This design comes from an exercise in tuning for small area, a short achievable clock period and few clock cycles on the open sky130 flow, not from production work.
The RTL was checked by simulation tests, not by an equivalence proof against the original design.
No activity file was given, so power comes from the tool's default toggle rates.

==> flow/design.v <==
module csl_rs_decoder (
    input  wire        clk,
    input  wire        rst,
    input  wire        in_valid,
    output wire        in_ready,
    input  wire [7:0]  in_data,
    input  wire        in_last,
    output wire        out_valid,
    input  wire        out_ready,
    output wire        out_uncorr,
    output wire [3:0]  out_nerr,
    output wire [63:0] out_pos,
    output wire [63:0] out_val
);
  function [7:0] gf_mul;
    input [7:0] a;
    input [7:0] b;
    integer k;
    reg [7:0] p;
    reg [7:0] s;
    begin
      p = 8'h00;
      s = a;
      for (k = 0; k < 8; k = k + 1) begin
        if (b[k]) p = p ^ s;
        s = {s[6:0], 1'b0} ^ (s[7] ? 8'h1D : 8'h00);
      end
      gf_mul = p;
    end
  endfunction
  function [3:0] g16_mul;
    input [3:0] a;
    input [3:0] b;
    reg [6:0] p;
    begin
      p = ({7{b[0]}} & {3'b000, a}) ^ ({7{b[1]}} & {2'b00, a, 1'b0}) ^
          ({7{b[2]}} & {1'b0, a, 2'b00}) ^ ({7{b[3]}} & {a, 3'b000});
      g16_mul = p[3:0] ^ {p[6:4], 1'b0} ^ {1'b0, p[6:4]};
    end
  endfunction
  function [3:0] g16_inv;
    input [3:0] a;
    begin
      case (a)
        4'h0: g16_inv = 4'h0;  4'h1: g16_inv = 4'h1;  4'h2: g16_inv = 4'h9;  4'h3: g16_inv = 4'hE;
        4'h4: g16_inv = 4'hD;  4'h5: g16_inv = 4'hB;  4'h6: g16_inv = 4'h7;  4'h7: g16_inv = 4'h6;
        4'h8: g16_inv = 4'hF;  4'h9: g16_inv = 4'h2;  4'hA: g16_inv = 4'hC;  4'hB: g16_inv = 4'h5;
        4'hC: g16_inv = 4'hA;  4'hD: g16_inv = 4'h4;  4'hE: g16_inv = 4'h3;  default: g16_inv = 4'h8;
      endcase
    end
  endfunction
  function [7:0] to_comp;
    input [7:0] x;
    begin
      to_comp = ({8{x[0]}} & 8'd1)  ^ ({8{x[1]}} & 8'd43) ^ ({8{x[2]}} & 8'd64)  ^ ({8{x[3]}} & 8'd33) ^
                ({8{x[4]}} & 8'd50) ^ ({8{x[5]}} & 8'd193) ^ ({8{x[6]}} & 8'd72) ^ ({8{x[7]}} & 8'd22);
    end
  endfunction
  function [7:0] from_comp;
    input [7:0] x;
    begin
      from_comp = ({8{x[0]}} & 8'd1)   ^ ({8{x[1]}} & 8'd78) ^ ({8{x[2]}} & 8'd153) ^ ({8{x[3]}} & 8'd68) ^
                  ({8{x[4]}} & 8'd87)  ^ ({8{x[5]}} & 8'd9)  ^ ({8{x[6]}} & 8'd4)   ^ ({8{x[7]}} & 8'd37);
    end
  endfunction
  function [7:0] gf_div;
    input [7:0] a;
    input [7:0] b;
    reg [7:0] ac, bc;
    reg [3:0] a1, a0, b1, b0, c0, hh, ll, mm, nrm, ni, p1, p0;
    begin
      ac = to_comp(a);
      bc = to_comp(b);
      a1 = ac[7:4]; a0 = ac[3:0];
      b1 = bc[7:4]; b0 = bc[3:0];
      c0  = b0 ^ b1;
      nrm = g16_mul(4'hF, g16_mul(b1, b1)) ^ g16_mul(b0, c0);
      ni  = g16_inv(nrm);
      hh = g16_mul(a1, b1);
      ll = g16_mul(a0, c0);
      mm = g16_mul(a1 ^ a0, b1 ^ c0);
      p1 = mm ^ ll;
      p0 = g16_mul(4'hF, hh) ^ ll;
      gf_div = from_comp({g16_mul(p1, ni), g16_mul(p0, ni)});
    end
  endfunction
  function [7:0] alpha_pow;
    input [3:0] j;
    begin
      case (j)
        4'd0:  alpha_pow = 8'h01;  4'd1:  alpha_pow = 8'h02;
        4'd2:  alpha_pow = 8'h04;  4'd3:  alpha_pow = 8'h08;
        4'd4:  alpha_pow = 8'h10;  4'd5:  alpha_pow = 8'h20;
        4'd6:  alpha_pow = 8'h40;  4'd7:  alpha_pow = 8'h80;
        4'd8:  alpha_pow = 8'h1D;  4'd9:  alpha_pow = 8'h3A;
        4'd10: alpha_pow = 8'h74;  4'd11: alpha_pow = 8'hE8;
        4'd12: alpha_pow = 8'hCD;  4'd13: alpha_pow = 8'h87;
        4'd14: alpha_pow = 8'h13;  default: alpha_pow = 8'h26;
      endcase
    end
  endfunction
  function [7:0] alpha_neg;
    input [3:0] i;
    begin
      case (i)
        4'd0: alpha_neg = 8'h01;  4'd1: alpha_neg = 8'h8E;
        4'd2: alpha_neg = 8'h47;  4'd3: alpha_neg = 8'hAD;
        4'd4: alpha_neg = 8'hD8;  4'd5: alpha_neg = 8'h6C;
        4'd6: alpha_neg = 8'h36;  4'd7: alpha_neg = 8'h1B;
        default: alpha_neg = 8'h83;
      endcase
    end
  endfunction
  integer i;
  reg        rdy;           
  reg        iv_q;          
  reg        il_q;
  reg [7:0]  id_q;
  reg [7:0]  acc [0:15];    
  reg        first;         
  reg [7:0]  cnt;           
  reg [7:0]  acc_nx [0:15];
  always @(*) begin
    for (i = 0; i < 16; i = i + 1)
      acc_nx[i] = (first ? 8'h00 : gf_mul(acc[i], alpha_pow(i))) ^ id_q;
  end
  localparam [3:0] BM_IDLE = 4'd0,
                   BM_INIT = 4'd1,
                   BM_DEC1 = 4'd2,
                   BM_DEC2 = 4'd3,
                   BM_PASS = 4'd4,
                   BM_FIN  = 4'd5,
                   BM_OPAS = 4'd6,
                   BM_OFIN = 4'd7,
                   BM_DONE = 4'd9;
  reg [3:0]  bst;
  reg [7:0]  sc   [0:15];   
  reg [7:0]  cp   [0:8];    
  reg [7:0]  bs   [0:8];    
  reg [7:0]  gam;
  reg [7:0]  dlt;           
  reg [7:0]  dacc;          
  reg [3:0]  bl;            
  reg [4:0]  bm_m;          
  reg [3:0]  br;            
  reg        bswap;
  reg [8:0]  bi_oh;         
  reg [8:0]  bj_oh;         
  reg [8:0]  wi_oh;         
  reg [16:0] ps_oh;         
  reg [7:0]  s_q;           
  reg [4:0]  brl;           
  reg [7:0]  pipe;          
  reg [3:0]  bk;            
  reg [7:0]  bk_oh;
  reg        b_unc;         
  reg [7:0]  b_nm1;         
  wire       bm_idle = (bst == BM_IDLE);
  reg [7:0] c_rd, b_rd, s_rd;
  always @(*) begin
    c_rd = 8'h00;
    b_rd = 8'h00;
    s_rd = 8'h00;
    for (i = 0; i <= 8; i = i + 1) begin
      c_rd = c_rd | ({8{bi_oh[i]}} & cp[i]);
      b_rd = b_rd | ({8{bj_oh[i]}} & bs[i]);
    end
    for (i = 0; i < 16; i = i + 1)
      s_rd = s_rd | ({8{ps_oh[i+1]}} & sc[i]);
  end
  wire [7:0] newc  = gf_mul(gam, c_rd) ^ gf_mul(dlt, b_rd);
  wire [7:0] dsum  = dacc ^ gf_mul(pipe, s_q);
  wire       d_swap = (dacc != 8'h00) && ({bl, 1'b0} <= {1'b0, br});
  wire [4:0] d_lsw  = brl;                               
  wire [4:0] d_lnew = d_swap ? d_lsw : {1'b0, bl};
  wire [5:0] d_j0   = {2'b00, bl} - {1'b0, bm_m};
  wire [5:0] d_j1   = {1'b0, d_lsw} - {1'b0, bm_m};
  wire [4:0] d_s0   = brl;                               
  wire [4:0] d_s1   = {1'b0, bl};
  reg  [8:0]  d_bi, d_bj;
  reg  [16:0] d_ps;
  always @(*) begin
    for (i = 0; i <= 8; i = i + 1) begin
      d_bi[i] = d_swap ? (d_lsw == i) : (bl == i);
      d_bj[i] = d_swap ? (d_j1 == i) : (d_j0 == i);
    end
    d_ps[0] = 1'b0;
    for (i = 0; i < 16; i = i + 1)
      d_ps[i+1] = d_swap ? (d_s1 == i) : (d_s0 == i);
  end
  reg        xfer;           
  reg        cact;           
  reg        cfin;           
  reg [7:0]  lc   [0:8];
  reg [7:0]  oc   [0:7];
  reg [3:0]  c_rem;          
  reg        c_last;         
  reg        c_good;         
  reg        c_pz;           
  reg [7:0]  c_pos;
  reg [3:0]  nfound;
  reg        s2_v, s2_z;     
  reg [7:0]  s2_a, s2_b;     
  reg        s3_v;           
  reg [3:0]  s3_p1, s3_p0;   
  reg [3:0]  s3_ni;          
  reg [7:0]  pos_q [0:7];
  reg [7:0]  val_q [0:7];
  reg        ovalid;
  reg        ounc;
  reg [7:0] lam_ev, lam_od, omg_ev;
  always @(*) begin
    lam_ev = 8'h00;
    lam_od = 8'h00;
    omg_ev = 8'h00;
    for (i = 0; i <= 8; i = i + 1) begin
      if (i % 2 == 1) lam_od = lam_od ^ lc[i];
      else            lam_ev = lam_ev ^ lc[i];
    end
    for (i = 0; i < 8; i = i + 1)
      omg_ev = omg_ev ^ oc[i];
  end
  wire       root   = s2_v && s2_z;
  wire       c_stop = (root && c_last) || c_pz;
  wire [3:0] fy_c0 = s2_b[3:0] ^ s2_b[7:4];
  wire [3:0] fy_n  = g16_mul(4'hF, g16_mul(s2_b[7:4], s2_b[7:4])) ^ g16_mul(s2_b[3:0], fy_c0);
  wire [3:0] fy_hh = g16_mul(s2_a[7:4], s2_b[7:4]);
  wire [3:0] fy_ll = g16_mul(s2_a[3:0], fy_c0);
  wire [3:0] fy_mm = g16_mul(s2_a[7:4] ^ s2_a[3:0], s2_b[7:4] ^ fy_c0);
  wire [7:0] fy_val = from_comp({g16_mul(s3_p1, s3_ni), g16_mul(s3_p0, s3_ni)});
  wire [7:0] fy_pos = c_pos + 8'd2;         
  wire       chien_free = !cact && !cfin && !ovalid && !xfer;
  wire       cdone      = cfin && !cact && !s2_v;    
  wire consume    = iv_q && (!il_q || bm_idle);
  wire hand       = iv_q && il_q && bm_idle;
  wire acc_in     = in_valid && rdy;
  wire iv_nx      = acc_in || (iv_q && !consume);
  wire il_nx      = acc_in ? in_last : il_q;
  wire bm_idle_nx = ((bst == BM_DONE) && chien_free) || (bm_idle && !hand);
  always @(posedge clk) begin
    if (rst) begin
      rdy   <= 1'b0;
      iv_q  <= 1'b0;
      first <= 1'b1;
      cnt   <= 8'd0;
    end else begin
      rdy  <= !(iv_nx && il_nx && !bm_idle_nx);
      iv_q <= iv_nx;
      if (consume) begin
        first <= il_q;
        cnt   <= il_q ? 8'd0 : cnt + 8'd1;
      end
    end
    if (acc_in) begin
      id_q <= in_data;
      il_q <= in_last;
    end
    if (consume)
      for (i = 0; i < 16; i = i + 1)
        acc[i] <= acc_nx[i];
  end
  always @(posedge clk) begin
    if (rst) begin
      bst  <= BM_IDLE;
      xfer <= 1'b0;
    end else begin
      xfer <= (bst == BM_DONE) && chien_free;
      case (bst)
        BM_IDLE: if (hand) bst <= BM_INIT;
        BM_INIT: bst <= BM_DEC1;
        BM_DEC1: bst <= (d_lnew > 5'd8) ? BM_DONE : BM_PASS;
        BM_PASS: if (bi_oh[0]) bst <= BM_FIN;
        BM_FIN:  bst <= (br == 4'd15) ? ((bl == 4'd0) ? BM_DONE : BM_OPAS) : BM_DEC1;
        BM_OPAS: if (bi_oh[0]) bst <= BM_OFIN;
        BM_OFIN: bst <= (bk + 4'd1 == bl) ? BM_DONE : BM_OPAS;
        BM_DONE: if (chien_free) bst <= BM_IDLE;
        default: bst <= BM_IDLE;
      endcase
    end
    if (hand) begin
      for (i = 0; i < 16; i = i + 1)
        sc[i] <= acc_nx[i];
      dacc  <= acc_nx[0];
      b_nm1 <= cnt;
    end
    for (i = 0; i <= 8; i = i + 1)
      if (wi_oh[i]) cp[i] <= pipe;
    wi_oh <= 9'd0;
    s_q <= s_rd;
    case (bst)
      BM_INIT: begin
        for (i = 0; i <= 8; i = i + 1) begin
          cp[i] <= (i == 0) ? 8'h01 : 8'h00;
          bs[i] <= (i == 0) ? 8'h01 : 8'h00;
        end
        gam   <= 8'h01;
        bl    <= 4'd0;
        bm_m  <= 5'd1;
        br    <= 4'd0;
        brl   <= 5'd1;
        b_unc <= 1'b0;
      end
      BM_DEC1: begin
        dlt   <= dacc;
        bswap <= d_swap;
        if (d_lnew > 5'd8) b_unc <= 1'b1;
        else if (d_swap) begin
          bl  <= brl[3:0];
          brl <= {1'b0, bl};
        end
        bi_oh <= d_bi;
        bj_oh <= d_bj;
        ps_oh <= d_ps;
        pipe  <= 8'h00;
        dacc  <= 8'h00;
      end
      BM_PASS: begin
        for (i = 0; i <= 8; i = i + 1)
          if (bi_oh[i] && bswap) bs[i] <= c_rd;
        wi_oh <= bi_oh;
        pipe  <= newc;
        dacc  <= dsum;
        bi_oh <= {1'b0, bi_oh[8:1]};
        bj_oh <= {1'b0, bj_oh[8:1]};
        ps_oh <= {ps_oh[15:0], 1'b0};
        if (bi_oh[0]) begin
          if (bswap) begin
            gam  <= dlt;
            bm_m <= 5'd1;
          end else
            bm_m <= bm_m + 5'd1;
        end
      end
      BM_FIN: begin
        dacc  <= (br == 4'd15) ? 8'h00 : dsum;
        br    <= br + 4'd1;
        brl   <= brl + 5'd1;
        bk    <= 4'd0;
        bk_oh <= 8'd1;
        bi_oh <= 9'd1;
        ps_oh <= 17'd2;
        pipe  <= 8'h00;
      end
      BM_OPAS: begin
        pipe  <= c_rd;
        dacc  <= dsum;
        if (bi_oh[0]) begin
          bi_oh <= {bk_oh, 1'b0};
          ps_oh <= 17'd2;
        end else begin
          bi_oh <= {1'b0, bi_oh[8:1]};
          ps_oh <= {ps_oh[15:0], 1'b0};
        end
      end
      BM_OFIN: begin
        for (i = 0; i < 8; i = i + 1)
          if (bk_oh[i]) bs[i] <= dsum;
        bk    <= bk + 4'd1;
        bk_oh <= {bk_oh[6:0], 1'b0};
        pipe  <= c_rd;
        dacc  <= 8'h00;
        bi_oh <= {1'b0, bi_oh[8:1]};
        ps_oh <= {ps_oh[15:0], 1'b0};
      end
      default: ;
    endcase
  end
  always @(posedge clk) begin
    if (rst) begin
      cact   <= 1'b0;
      cfin   <= 1'b0;
      ovalid <= 1'b0;
      s2_v   <= 1'b0;
      s3_v   <= 1'b0;
    end else begin
      s2_v <= cact && !c_stop;
      s3_v <= root;
      if (xfer) begin
        cact <= !b_unc && (bl != 4'd0);
        cfin <= 1'b1;
      end else if (cact) begin
        if (c_stop) cact <= 1'b0;
      end else if (cdone) begin
        cfin   <= 1'b0;
        ovalid <= 1'b1;
      end
      if (ovalid && out_ready) ovalid <= 1'b0;
    end
    for (i = 0; i <= 8; i = i + 1)
      lc[i] <= xfer ? cp[i] : gf_mul(lc[i], alpha_neg(i));
    for (i = 0; i < 8; i = i + 1)
      oc[i] <= xfer ? bs[i] : gf_mul(oc[i], alpha_neg(i));
    c_pos <= xfer ? b_nm1 : c_pos - 8'd1;
    s2_z <= ((lam_ev ^ lam_od) == 8'h00);
    s2_a <= to_comp(omg_ev);
    s2_b <= to_comp(lam_od);
    s3_p1 <= fy_mm ^ fy_ll;
    s3_p0 <= g16_mul(4'hF, fy_hh) ^ fy_ll;
    s3_ni <= g16_inv(fy_n);
    if (xfer) begin
      c_rem  <= bl;
      c_last <= (bl == 4'd1);
      c_good <= !b_unc && (bl == 4'd0);
      c_pz   <= 1'b0;
      nfound <= 4'd0;
    end else begin
      if (cact) c_pz <= (c_pos == 8'd0);
      if (root) begin
        c_rem  <= c_rem - 4'd1;
        c_last <= (c_rem == 4'd2);
        nfound <= nfound + 4'd1;
        if (c_last) c_good <= 1'b1;
      end
      if (cdone && !c_good) nfound <= 4'd0;
    end
    if (xfer || (cdone && !c_good)) begin
      for (i = 0; i < 8; i = i + 1) begin
        pos_q[i] <= 8'h00;
        val_q[i] <= 8'h00;
      end
    end else if (s3_v) begin
      pos_q[0] <= fy_pos;
      val_q[0] <= fy_val;
      for (i = 1; i < 8; i = i + 1) begin
        pos_q[i] <= pos_q[i-1];
        val_q[i] <= val_q[i-1];
      end
    end
    if (cdone) ounc <= !c_good;
  end
  assign in_ready   = rdy;
  assign out_valid  = ovalid;
  assign out_uncorr = ounc;
  assign out_nerr   = nfound;
  genvar g;
  generate
    for (g = 0; g < 8; g = g + 1) begin : g_out
      assign out_pos[8*g +: 8] = pos_q[g];
      assign out_val[8*g +: 8] = val_q[g];
    end
  endgenerate
endmodule
==> flow/flow/run.sh <==
#!/bin/bash
set -euo pipefail
bash standard.sh SETUP_SLACK_MARGIN=6.8 "BUFFER_PORTS_ARGS=-buffer_cell sky130_fd_sc_hd__buf_2" \
  "CTS_ARGS=-sink_clustering_enable -repair_clock_nets -sink_clustering_size 24 -sink_clustering_max_diameter 120 -buf_list sky130_fd_sc_hd__clkbuf_16" \
  finish > layout_make.log 2>&1
==> flow/standard.sh <==
#!/bin/bash
# synth_recipe.tcl (not shown) runs the flow's synth.tcl, then flattens the netlist and writes it again
# the make line also repeats each setting of config.mk as NAME=value (left out here)
make -C /OpenROAD-flow-scripts/flow DESIGN_CONFIG=/design/flow/config.mk WORK_HOME=/design/flow/orfs CLKGATE_MAP_FILE= SYNTH_SCRIPT=/design/flow/synth_recipe.tcl "${@:-finish}"
==> flow/config.mk <==
export PLATFORM = sky130hd
export DESIGN_NAME = csl_rs_decoder
export DESIGN_NICKNAME = csl_rs_decoder
export VERILOG_FILES = /design/flow/design.v
export SDC_FILE = /design/flow/constraint.sdc
export NUM_CORES = 4
export LEC_CHECK = 0
export CAP_MARGIN = 5
export CORE_MARGIN = 2
export CORE_UTILIZATION = 55
export PLACE_DENSITY = 0.65
export SLEW_MARGIN = 5
==> flow/constraint.sdc <==
create_clock -name core_clock -period 10.0 [get_ports {clk}]
set_input_delay 2.0000 -clock core_clock [delete_from_list [all_inputs] [get_ports {clk}]]
set_output_delay 2.0000 -clock core_clock [all_outputs]
set_load 0.01 [all_outputs]
==> impl_summary.log <==
[metrics] clock network fraction of total power: 13.7%
[metrics] # H-tree levels: 2
[metrics] biggest cell delay along the critical path: ~1.1 ns
[metrics] Layout Nets: 4085
[metrics] starting density of the core: 55.7%
[metrics] vias in the first global route: 27100
[metrics] overall routed net length: about 110000 um
[metrics] clk root buf: sky130_fd_sc_hd__clkbuf_16
[metrics] Cell Int Power: 8.78 mW
[metrics] number of buffers created by CTS: 42
[metrics] clk slew on worst S/H paths: 0.10 ns
[metrics] part of the power in combinational logic: approximately half
[metrics] antenna diode count: 0
[metrics] Post-Syn Nets: approximately 4000
[metrics] number of synthesized flops with an enable pin: 465
[metrics] residual DRC count: 0
[metrics] post-DP HPWL: 78200 um
[metrics] fraction of synthesized area in multiplexers: 6.04%
[metrics] setup TNS: 0 ns
[metrics] Adder-Cell Fraction of Synth Area: 1.25%
[metrics] Worst-Skew Late Latency: 0.62 ns
[metrics] min-delay src: b_nm1[7]
[metrics] combinational family with the most area after synthesis: XOR/XNOR gates
[metrics] Std-Cell Rows: 102
[metrics] post-synthesis average cell area: 10.9 sq um
[metrics] first element of the critical path: bst[1]
[metrics] Finish-stage setup viols: 0
[metrics] height of the die: roughly 280 um
[metrics] reg2reg start: bst[1]
[metrics] final worst clock skew: ~0.036 ns
[metrics] Final min period: 3.22 ns
[metrics] chip width: 284 um
[metrics] area share of xor/xnor cells in the synthesized design: about a fifth
[metrics] Routed Antenna Nets: 0
[metrics] Critical-path top delay cell: sky130_fd_sc_hd__nor3_1
[metrics] cell taking the most area after synthesis: sky130_fd_sc_hd__edfxtp_1
[metrics] drt first pass iters: 6
[metrics] switching part of the total: 37.4%
[metrics] top cells by area, synth: sky130_fd_sc_hd__edfxtp_1 (32%), sky130_fd_sc_hd__dfxtp_1 (19%), sky130_fd_sc_hd__xnor2_1 (13%)
[metrics] share of final-layout standard cells stronger than drive strength 1: 11.0%
[metrics] post-synthesis cell count: 3980
[metrics] largest delay contributor family on the critical path: simple AND/OR/NAND/NOR gates
[metrics] leak pwr: 17.2 nW
[metrics] DRT iter0 DRCs: 2741
[metrics] clock tree from TritonCTS: done
[metrics] vias: 28700
[metrics] Power per Cell Area: 302 nW/um^2
[metrics] number of warnings printed during yosys synthesis: 10
[metrics] sequential share of the synthesized area: 50.9%
[metrics] buffer and inverter count on the worst path: 1
[metrics] classification of the worst-slack hold path: register to register
[metrics] number of pins with negative max-slew slack in the final report: 0
[metrics] switching power: 5.25 mW
[metrics] die area: roughly 81000 sq um
[metrics] share of the clock period used by the worst path: between 30% and 40%
[metrics] port buffer count: about 150
[metrics] compound-gate portion of the synthesized area: slightly below 8%
[metrics] total power draw: 14.0 mW
[metrics] data required time at the worst endpoint: approximately 10 ns
[metrics] Max VDD drop: 0.000399 V
[metrics] measured slew at the worst slew-check pin: 1.31 ns
[metrics] grt ovf: 0
[metrics] signed area change from the synthesized netlist to the final layout: 7.55%
[metrics] category of the critical setup timing path: register to register
[metrics] Clock Sinks: 866
[metrics] Worst EP arrival: around 3.5 ns
[metrics] share of the synthesized area in the top cell type: between 30% and 40%
[metrics] area fraction in and, or, nand and nor cells after synthesis: 10.3%
[metrics] async set-or-reset flop fraction in the synthesized netlist: 0%
[metrics] synthesized flop and latch total: 866
[metrics] most frequently used flop master after synthesis: sky130_fd_sc_hd__edfxtp_1
[metrics] wire length per cell: 21.5 um
[metrics] pin count of the biggest net entering global routing: 93
[metrics] flop2flop setup slack: 6.78 ns
[metrics] Worst setup EP type: register
[metrics] worst-path cell chain: nand2b_1 > nor3_2 > buf_4 > nor3_1 > nor3_1
[metrics] Critical Path Start Type: register
[metrics] first-pass GRT wire length: 167000 um
[metrics] netlist area before placement: 43200 sq um
[metrics] power share of the sequential group: between 30% and 40%
[metrics] synth unique cells: 82
[metrics] max-cap violation count: 0
[metrics] Critical Path Fanout Max: 75
[metrics] Hold Fails Final Rpt: 0
[metrics] Highest Clock Rate: 0.311 GHz
[metrics] gpl congestion: 0.911
[metrics] initial antenna violation count: 0
[metrics] CP most frequent cell: sky130_fd_sc_hd__nor3_1
[metrics] setup repair after global routing missed its margin: yes
[metrics] final design utilization: 59.9%
[metrics] Clock Tree Buf Depth: 3
[metrics] IO Pins: roughly 150
[metrics] number of buffers inserted by hold repair at cts: 0
[metrics] All-Layer GR Usage: 26.5%
[metrics] Relative slew margins: between 10 and 15%
[metrics] mean number of vias per cell: around 5.6
[metrics] run status: finished clean
[metrics] core area: 77600 sq um
## state kept, by name (all words and copies together), names as in the netlist, 9 cells and up
register,cells
oc,64
lc,72
bs,72
cp,72
sc,128
wi_oh,9
pos_q,64
ps_oh,16
bj_oh,9
bi_oh,9
val_q,64
acc,128
## through the flow
stage | hold slack, ns | instances | instance area (sq um) | setup WS (ns)
global route | 0.477 | 5090 | 46500 | 6.54
floorplan | 0.422 | 3980 | 43300 | 6.79
CTS | 0.456 | 5025 | 45900 | 6.76
detailed placement | 0.433 | 4948 | 44500 | 6.64
finish | 0.451 | 5090 | 46500 | 6.78
global placement | 0.426 | 4948 | 44500 | 6.71
## final cells by class
class                      instances  area [sq um]
multi-input combinational       2821         20200
clock inverter                    21           110
tap                             1040          1300
sequential                       866         22000
fill                            6561         31100
clock buffer                      43          1080
timing repair buffer             252          1580
inverter                          47           180
## cells in the final DEF (no fill, tap or decap), types with 53 or more instances in the layout
cell / count
sky130_fd_sc_hd__dfxtp_1: 366
sky130_fd_sc_hd__edfxtp_1: 465
sky130_fd_sc_hd__xnor2_1: 619
sky130_fd_sc_hd__buf_2: 145
sky130_fd_sc_hd__a21oi_1: 53
sky130_fd_sc_hd__xor2_1: 357
sky130_fd_sc_hd__buf_4: 99
sky130_fd_sc_hd__o21ai_0: 200
sky130_fd_sc_hd__nand2_1: 315
sky130_fd_sc_hd__mux2i_1: 207
sky130_fd_sc_hd__nor2_1: 415
sky130_fd_sc_hd__a22oi_1: 56
sky130_fd_sc_hd__inv_1: 65
## kinds of logic (layout without fill, tap and decap cells)
logic type	Yosys count	after routing
AND/OR/NAND/NOR	1014	1014
AO/OA/AOI/OAI	506	506
XOR/XNOR	1004	1004
flip-flops	866	866
buffers and inverters	293	363
multiplexers	255	255
adder cells (fa/ha/maj)	42	42
## layer usage
metal	wire length, um	global-route usage [%]	up-vias
li1	-	-	13700
met1	48200	37.4	13800
met2	51400	43.6	998
met3	6710	2.71	168
met4	3310	7.38	0
met5	0	0	-
## cells in the mapped netlist, types with 9 or more instances
library cell / instances
sky130_fd_sc_hd__nor3_1: 45
sky130_fd_sc_hd__nor3b_1: 9
sky130_fd_sc_hd__xor2_1: 358
sky130_fd_sc_hd__a211oi_1: 21
sky130_fd_sc_hd__nand4_1: 17
sky130_fd_sc_hd__edfxtp_1: 465
sky130_fd_sc_hd__nand2_1: 319
sky130_fd_sc_hd__o22ai_1: 20
sky130_fd_sc_hd__a22oi_1: 56
sky130_fd_sc_hd__nand3_1: 41
sky130_fd_sc_hd__ha_1: 40
sky130_fd_sc_hd__buf_1: 28
sky130_fd_sc_hd__xnor2_1: 622
sky130_fd_sc_hd__nor2b_1: 23
sky130_fd_sc_hd__inv_1: 47
sky130_fd_sc_hd__a222oi_1: 10
sky130_fd_sc_hd__xnor3_1: 18
sky130_fd_sc_hd__nor4_1: 11
sky130_fd_sc_hd__and3_1: 26
sky130_fd_sc_hd__o21ai_0: 201
sky130_fd_sc_hd__or2_2: 13
sky130_fd_sc_hd__a221oi_1: 33
sky130_fd_sc_hd__a22o_1: 41
sky130_fd_sc_hd__clkbuf_1: 190
sky130_fd_sc_hd__nand2b_1: 48
sky130_fd_sc_hd__mux2i_1: 207
sky130_fd_sc_hd__a21o_1: 13
sky130_fd_sc_hd__buf_2: 15
sky130_fd_sc_hd__dfxtp_1: 401
sky130_fd_sc_hd__nor2_1: 424
sky130_fd_sc_hd__a21oi_1: 53
sky130_fd_sc_hd__mux2_2: 48
sky130_fd_sc_hd__and2_1: 14
## worst paths after layout
path / cells past startpoint / endpoint
worst max-delay path: 5 / bs[7][7]
worst min-delay path: 2 / c_pos[7]
worst max register to register: 5 / bs[7][7]
worst min register to register: 2 / c_pos[7]
## power groups by stage
stage               Sequential, mW  Clock (mW)  Combinational, mW
floorplan                     4.85           0               5.78
global placement              5.21           0               6.69
detailed placement            5.21           0               6.78
CTS                           5.13        1.96               6.85
global route                  5.19        2.07               7.73
finish                        5.13        1.92               6.98
## what timing repair did
action / 4_1_cts / 5_1_grt
resized for setup: 19 / 39
buffers inserted: 13 / 65
pin swaps: 2 / 3
endpoints found under the setup margin: 95 / 295
## worst min-delay path, delay by kind of cell, from the launching register on
family           cells  cell delay (ns)
AO/OA/AOI/OAI        1             0.05
flip-flops           1             0.33
AND/OR/NAND/NOR      1             0.04
Testbench counts, summed over its fixed seeds: cycles 72,854.

## what the ideal ports hide
How much do the figures lean on ideal ports? The routed layout below was timed once more, with nothing changed but the port constraints. Step 1 (the two cells are an assumption about what drives the block):
set clk [get_ports {clk}]
set_driving_cell -lib_cell sky130_fd_sc_hd__clkbuf_16 $clk
set_driving_cell -lib_cell sky130_fd_sc_hd__buf_2 [delete_from_list [all_inputs] $clk]
Step 2 adds t to the input delays and takes it off the output delays; t is the mean of the earliest and latest rising clock arrival at the registers after step 1. Input paths then give back, and output paths get back, about the clock's delay inside the block. a / b / c = no drivers / after step 1 / after step 2; a / b = the first two.
t (ns): 0.670
slack for setup (ns): 6.785 / 6.767 / 6.781
latest minus earliest clock arrival (ns): 0.036 / 0.036
After both steps setup and hold are still met in this run. For this run, drivers alone change the setup slack by -0.018 ns; drivers and shift together by -0.004 ns.
